Background: an optimization exercise with open tools, aiming at small area and a short achievable clock period. Do not read the settings as production practice.
Function was checked by simulation only, so behaviour that the tests miss may differ from the original.

Setup of job 2204:
Design ch_compose, start of the top module:
module ch_compose (
    input  wire        clk,
    input  wire        rst,
    input  wire        in_valid,
    input  wire [1:0]  x_lo,
    input  wire [1:0]  y_lo,
    input  wire [1:0]  frame_lo,
    input  wire        depth8,
    input  wire [1:0]  dither,
    input  wire [29:0] fill,
    input  wire        l0_en,  input wire [2:0] l0_fmt,  input wire [39:0] l0_pix,  input wire [9:0] l0_galpha,
    input  wire        l1_en,  input wire [2:0] l1_fmt,  input wire [39:0] l1_pix,  input wire [9:0] l1_galpha,
    input  wire        l2_en,  input wire [2:0] l2_fmt,  input wire [39:0] l2_pix,  input wire [9:0] l2_galpha,
    input  wire        l3_en,  input wire [2:0] l3_fmt,  input wire [39:0] l3_pix,  input wire [9:0] l3_galpha,
    input  wire        l4_en,  input wire [2:0] l4_fmt,  input wire [39:0] l4_pix,  input wire [9:0] l4_galpha,
    input  wire        l5_en,  input wire [2:0] l5_fmt,  input wire [39:0] l5_pix,  input wire [9:0] l5_galpha,
    output reg         out_valid,
    output reg  [9:0]  out_r,
    output reg  [9:0]  out_g,
    output reg  [9:0]  out_b
);
    genvar n, k, c;
    localparam NR = 15;            
    reg [NR-1:0] v;
    always @(posedge clk) begin
        if (rst) begin
            v         <= {NR{1'b0}};
            out_valid <= 1'b0;
        end else begin
            v         <= {v[NR-2:0], in_valid};
            out_valid <= v[NR-1];
        end
    end
    wire [2:0]  fmt_i [0:5];
    wire [39:0] pix_i [0:5];
    wire [9:0]  ga_i  [0:5];
    assign fmt_i[0] = l0_fmt; assign pix_i[0] = l0_pix; assign ga_i[0] = l0_en ? l0_galpha : 10'd0;
    assign fmt_i[1] = l1_fmt; assign pix_i[1] = l1_pix; assign ga_i[1] = l1_en ? l1_galpha : 10'd0;
    assign fmt_i[2] = l2_fmt; assign pix_i[2] = l2_pix; assign ga_i[2] = l2_en ? l2_galpha : 10'd0;
    assign fmt_i[3] = l3_fmt; assign pix_i[3] = l3_pix; assign ga_i[3] = l3_en ? l3_galpha : 10'd0;
    assign fmt_i[4] = l4_fmt; assign pix_i[4] = l4_pix; assign ga_i[4] = l4_en ? l4_galpha : 10'd0;
    assign fmt_i[5] = l5_fmt; assign pix_i[5] = l5_pix; assign ga_i[5] = l5_en ? l5_galpha : 10'd0;
    reg [29:0] f0, f1, f2;
    always @(posedge clk) begin
        f0 <= fill;
        f1 <= f0;
        f2 <= f1;
    end
    wire [1:0] kx = (dither == 2'd2) ? x_lo + frame_lo : x_lo;
  ...
Size: ~3,100 flip-flops, ~400 I/O pins, about 150,000 sq um of cells after synthesis.
==> flow/config.mk <==
export PLATFORM = sky130hd
export DESIGN_NAME = ch_compose
export DESIGN_NICKNAME = ch_compose
export VERILOG_FILES = /design/flow/design.v
export SDC_FILE = /design/flow/constraint.sdc
export NUM_CORES = 4
export LEC_CHECK = 0
export CAP_MARGIN = 20
export CORE_MARGIN = 2
export CORE_UTILIZATION = 45
export CTS_CLUSTER_DIAMETER = 80
export CTS_CLUSTER_SIZE = 30
export PLACE_DENSITY = 0.6
export SLEW_MARGIN = 40
==> flow/constraint.sdc <==
create_clock -name core_clock -period 17.0 [get_ports {clk}]
set_input_delay 3.4000 -clock core_clock [delete_from_list [all_inputs] [get_ports {clk}]]
set_output_delay 3.4000 -clock core_clock [all_outputs]
set_load 0.01 [all_outputs]
standard.sh (not shown) runs the stock make flow with config.mk's settings and CLKGATE_MAP_FILE= SYNTH_SCRIPT=/design/flow/synth_recipe.tcl, a recipe that flattens the netlist after the stock synthesis.
==> flow/flow/run.sh <==
#!/bin/bash
# The standard layout (the standard.sh: standard synthesis, floorplan,
# placement, CTS, routing), with one change: the buffers that placement puts
# on every input and output port are sky130_fd_sc_hd__buf_2 cells instead of
# the cell buffer_ports picks by default.
set -euo pipefail
export BUFFER_PORTS_ARGS="-buffer_cell sky130_fd_sc_hd__buf_2"
bash standard.sh > standard_flow.log 2>&1
For job 8177, these inputs were changed with respect to job 2204:
- changing PLACE_DENSITY from 0.6 to 0.78
- changing SLEW_MARGIN from 40 to 65
Findings:
A first element of the critical path of out_r[2] is what job 2204 shows, while out_r[1] belongs to job 8177.
[compare] base=job 2204 new=job 8177: post-synthesis instance area now sits at about the same level, total via count after detailed routing now sits higher, core utilization now sits higher, mean instance size in the synthesized netlist now sits at about the same level.
In job 8177, met3 track demand over resource is higher than in job 2204.
Comparing job 2204 and job 8177, the lower number of global-route vias before repair was measured on job 2204.

north:
ch_compose, a different RTL version from the one above (not shown whole).
For scale: ~3200 flip-flops, ~400 I/O pins, about 170000 um2 of cells after synthesis.
==> flow/design.v (excerpt) <==
module ch_compose (
    input  wire        clk,
    input  wire        rst,
    input  wire        in_valid,
    input  wire [1:0]  x_lo,
    input  wire [1:0]  y_lo,
    input  wire [1:0]  frame_lo,
    input  wire        depth8,
    input  wire [1:0]  dither,
    input  wire [29:0] fill,
    input  wire        l0_en,  input wire [2:0] l0_fmt,  input wire [39:0] l0_pix,  input wire [9:0] l0_galpha,
    input  wire        l1_en,  input wire [2:0] l1_fmt,  input wire [39:0] l1_pix,  input wire [9:0] l1_galpha,
    input  wire        l2_en,  input wire [2:0] l2_fmt,  input wire [39:0] l2_pix,  input wire [9:0] l2_galpha,
    input  wire        l3_en,  input wire [2:0] l3_fmt,  input wire [39:0] l3_pix,  input wire [9:0] l3_galpha,
    input  wire        l4_en,  input wire [2:0] l4_fmt,  input wire [39:0] l4_pix,  input wire [9:0] l4_galpha,
    input  wire        l5_en,  input wire [2:0] l5_fmt,  input wire [39:0] l5_pix,  input wire [9:0] l5_galpha,
    output reg         out_valid,
    output reg  [9:0]  out_r,
    output reg  [9:0]  out_g,
    output reg  [9:0]  out_b
);
make LEC_CHECK=0 CAP_MARGIN=20 CORE_MARGIN=2 CORE_UTILIZATION=45 PLACE_DENSITY=0.6 SLEW_MARGIN=20 finish   # period 17.0 ns
run.sh (not shown) runs the stock make flow with config.mk's settings and CLKGATE_MAP_FILE= SYNTH_SCRIPT=/design/flow/synth_recipe.tcl, a recipe that flattens the netlist after the stock synthesis.
Stock flow here: none of the scripts above is used.
Here is what was changed in the inputs of south compared with north.
==> flow/flow/run.sh (new file) <==
#!/bin/bash
# The standard layout (the standard.sh: standard synthesis, floorplan,
# placement, CTS, routing), with one change: the buffers that placement puts
# on every input and output port are sky130_fd_sc_hd__buf_2 cells instead of
# the cell buffer_ports picks by default.
set -euo pipefail
export BUFFER_PORTS_ARGS="-buffer_cell sky130_fd_sc_hd__buf_2"
bash standard.sh > standard_flow.log 2>&1
==> flow/standard.sh (new file) <==
#!/bin/bash
# synth_recipe.tcl (not shown) runs the flow's synth.tcl, then flattens the netlist and writes it again
# the make line also repeats each setting of config.mk as NAME=value (left out here)
make -C /OpenROAD-flow-scripts/flow DESIGN_CONFIG=/design/flow/config.mk WORK_HOME=/design/flow/orfs CLKGATE_MAP_FILE= SYNTH_SCRIPT=/design/flow/synth_recipe.tcl "${@:-finish}"
removed: flow/run.sh
[summary]
Compared with north, south shows a lower first-iteration DRC count.
Worst hold slack: south vs north down 0.022 ns
[compare] base=north new=south: post-synth design cell area now sits at about the same level.
In terms of area used by multi-input combinational logic, south and north differ only marginally.
| sequential share of layout area | lower: north |
Between south and north, it is south whose total non-filler cell area in the finished layout is lower, by about 1.1%.
north -> south: estimated wirelength of the detail-placed design flat

ch_compose, a different RTL version from the one above (not shown whole).
Size: roughly 1,700 flip-flops.
// ch_compose
module ch_compose (
    input  wire        clk,
    input  wire        rst,
    input  wire        in_valid,
    input  wire [1:0]  x_lo,
    input  wire [1:0]  y_lo,
    input  wire [1:0]  frame_lo,
    input  wire        depth8,
    input  wire [1:0]  dither,
    input  wire [29:0] fill,
    input  wire        l0_en,  input wire [2:0] l0_fmt,  input wire [39:0] l0_pix,  input wire [9:0] l0_galpha,
    input  wire        l1_en,  input wire [2:0] l1_fmt,  input wire [39:0] l1_pix,  input wire [9:0] l1_galpha,
    input  wire        l2_en,  input wire [2:0] l2_fmt,  input wire [39:0] l2_pix,  input wire [9:0] l2_galpha,
    input  wire        l3_en,  input wire [2:0] l3_fmt,  input wire [39:0] l3_pix,  input wire [9:0] l3_galpha,
    input  wire        l4_en,  input wire [2:0] l4_fmt,  input wire [39:0] l4_pix,  input wire [9:0] l4_galpha,
    input  wire        l5_en,  input wire [2:0] l5_fmt,  input wire [39:0] l5_pix,  input wire [9:0] l5_galpha,
    output reg         out_valid,
    output reg  [9:0]  out_r,
    output reg  [9:0]  out_g,
    output reg  [9:0]  out_b
);
    genvar n, k, c;
    reg [7:0] v;
    always @(posedge clk) begin
        if (rst) begin
            v         <= 8'd0;
            out_valid <= 1'b0;
        end else begin
            v         <= {v[6:0], in_valid};
            out_valid <= v[7];
        end
    end
    wire [2:0]  fmt_i [0:5];
    wire [39:0] pix_i [0:5];
    wire [9:0]  ga_i  [0:5];
    assign fmt_i[0] = l0_fmt; assign pix_i[0] = l0_pix; assign ga_i[0] = l0_en ? l0_galpha : 10'd0;
    assign fmt_i[1] = l1_fmt; assign pix_i[1] = l1_pix; assign ga_i[1] = l1_en ? l1_galpha : 10'd0;
    assign fmt_i[2] = l2_fmt; assign pix_i[2] = l2_pix; assign ga_i[2] = l2_en ? l2_galpha : 10'd0;
    assign fmt_i[3] = l3_fmt; assign pix_i[3] = l3_pix; assign ga_i[3] = l3_en ? l3_galpha : 10'd0;
    assign fmt_i[4] = l4_fmt; assign pix_i[4] = l4_pix; assign ga_i[4] = l4_en ? l4_galpha : 10'd0;
    assign fmt_i[5] = l5_fmt; assign pix_i[5] = l5_pix; assign ga_i[5] = l5_en ? l5_galpha : 10'd0;
    reg [29:0] f0, f1;
    always @(posedge clk) begin
        f0 <= fill;
        f1 <= f0;
    end
    wire [1:0] kx = (dither == 2'd2) ? x_lo + frame_lo : x_lo;
    wire [1:0] ky = (dither == 2'd2) ? y_lo + frame_lo : y_lo;
    wire [1:0] mt = ky[0] ? (kx[0] ? 2'd1 : 2'd3) : (kx[0] ? 2'd2 : 2'd0);
  ...
export LEC_CHECK = 0
export CAP_MARGIN = 20
export CORE_MARGIN = 2
export CORE_UTILIZATION = 62
export PLACE_DENSITY = 0.72
export SLEW_MARGIN = 20
create_clock -name core_clock -period 17.0 [get_ports {clk}]
Stock flow here: none of the scripts above is used.
The baseline went through all stages and came out clean.
Next try:
CORE_UTILIZATION = 45   (was 62)
PLACE_DENSITY = 0.6   (was 0.72)
Result:
- final cell count went up by 7.3%
- clock skew hardly moves
- setup slack is better by 0.26 ns
- core utilization decreases by 18 points

==> separate check: timing with driven ports <==
In the flow no input, the clock included, has a driving cell. The finished layouts below were timed again as built, in two steps.
Step 1: set_driving_cell puts a clkbuf_16 on clk and a buf_2 on each other input, an assumption about the parent block.
Step 2, shift: input delay + t, output delay - t, t = (earliest + latest rising clock arrival at the registers) / 2. This alone moves slack from input paths to output paths.
a / b / c = ideal ports / drivers / drivers and shift; a / b = the first two.
| run | t, ns | setup slack, ns | worst setup path after step 2 | clock arrival spread, ns |
|---|---|---|---|---|
| job 2204 | 0.998 | 12.214 / 12.103 / 12.064 | input to register | 0.103 / 0.103 |
| job 8177 | 0.976 | 12.235 / 12.139 / 12.403 | register to register | 0.081 / 0.081 |
| north | 1.034 | 11.567 / 11.655 / 10.621 | input to register | 0.083 / 0.083 |
| south | 1.030 | 11.952 / 12.035 / 11.005 | input to register | 0.096 / 0.095 |
| the first run of note 3 | 0.915 | 10.011 / 10.011 / 10.011 | register to register | 0.065 / 0.065 |
| the second run of note 3 | 0.960 | 10.271 / 10.271 / 10.271 | register to register | 0.076 / 0.076 |
After both steps every run listed still meets setup and hold. For south, which loses most, drivers alone change the setup slack by +0.083 ns; drivers and shift together by -0.947 ns.
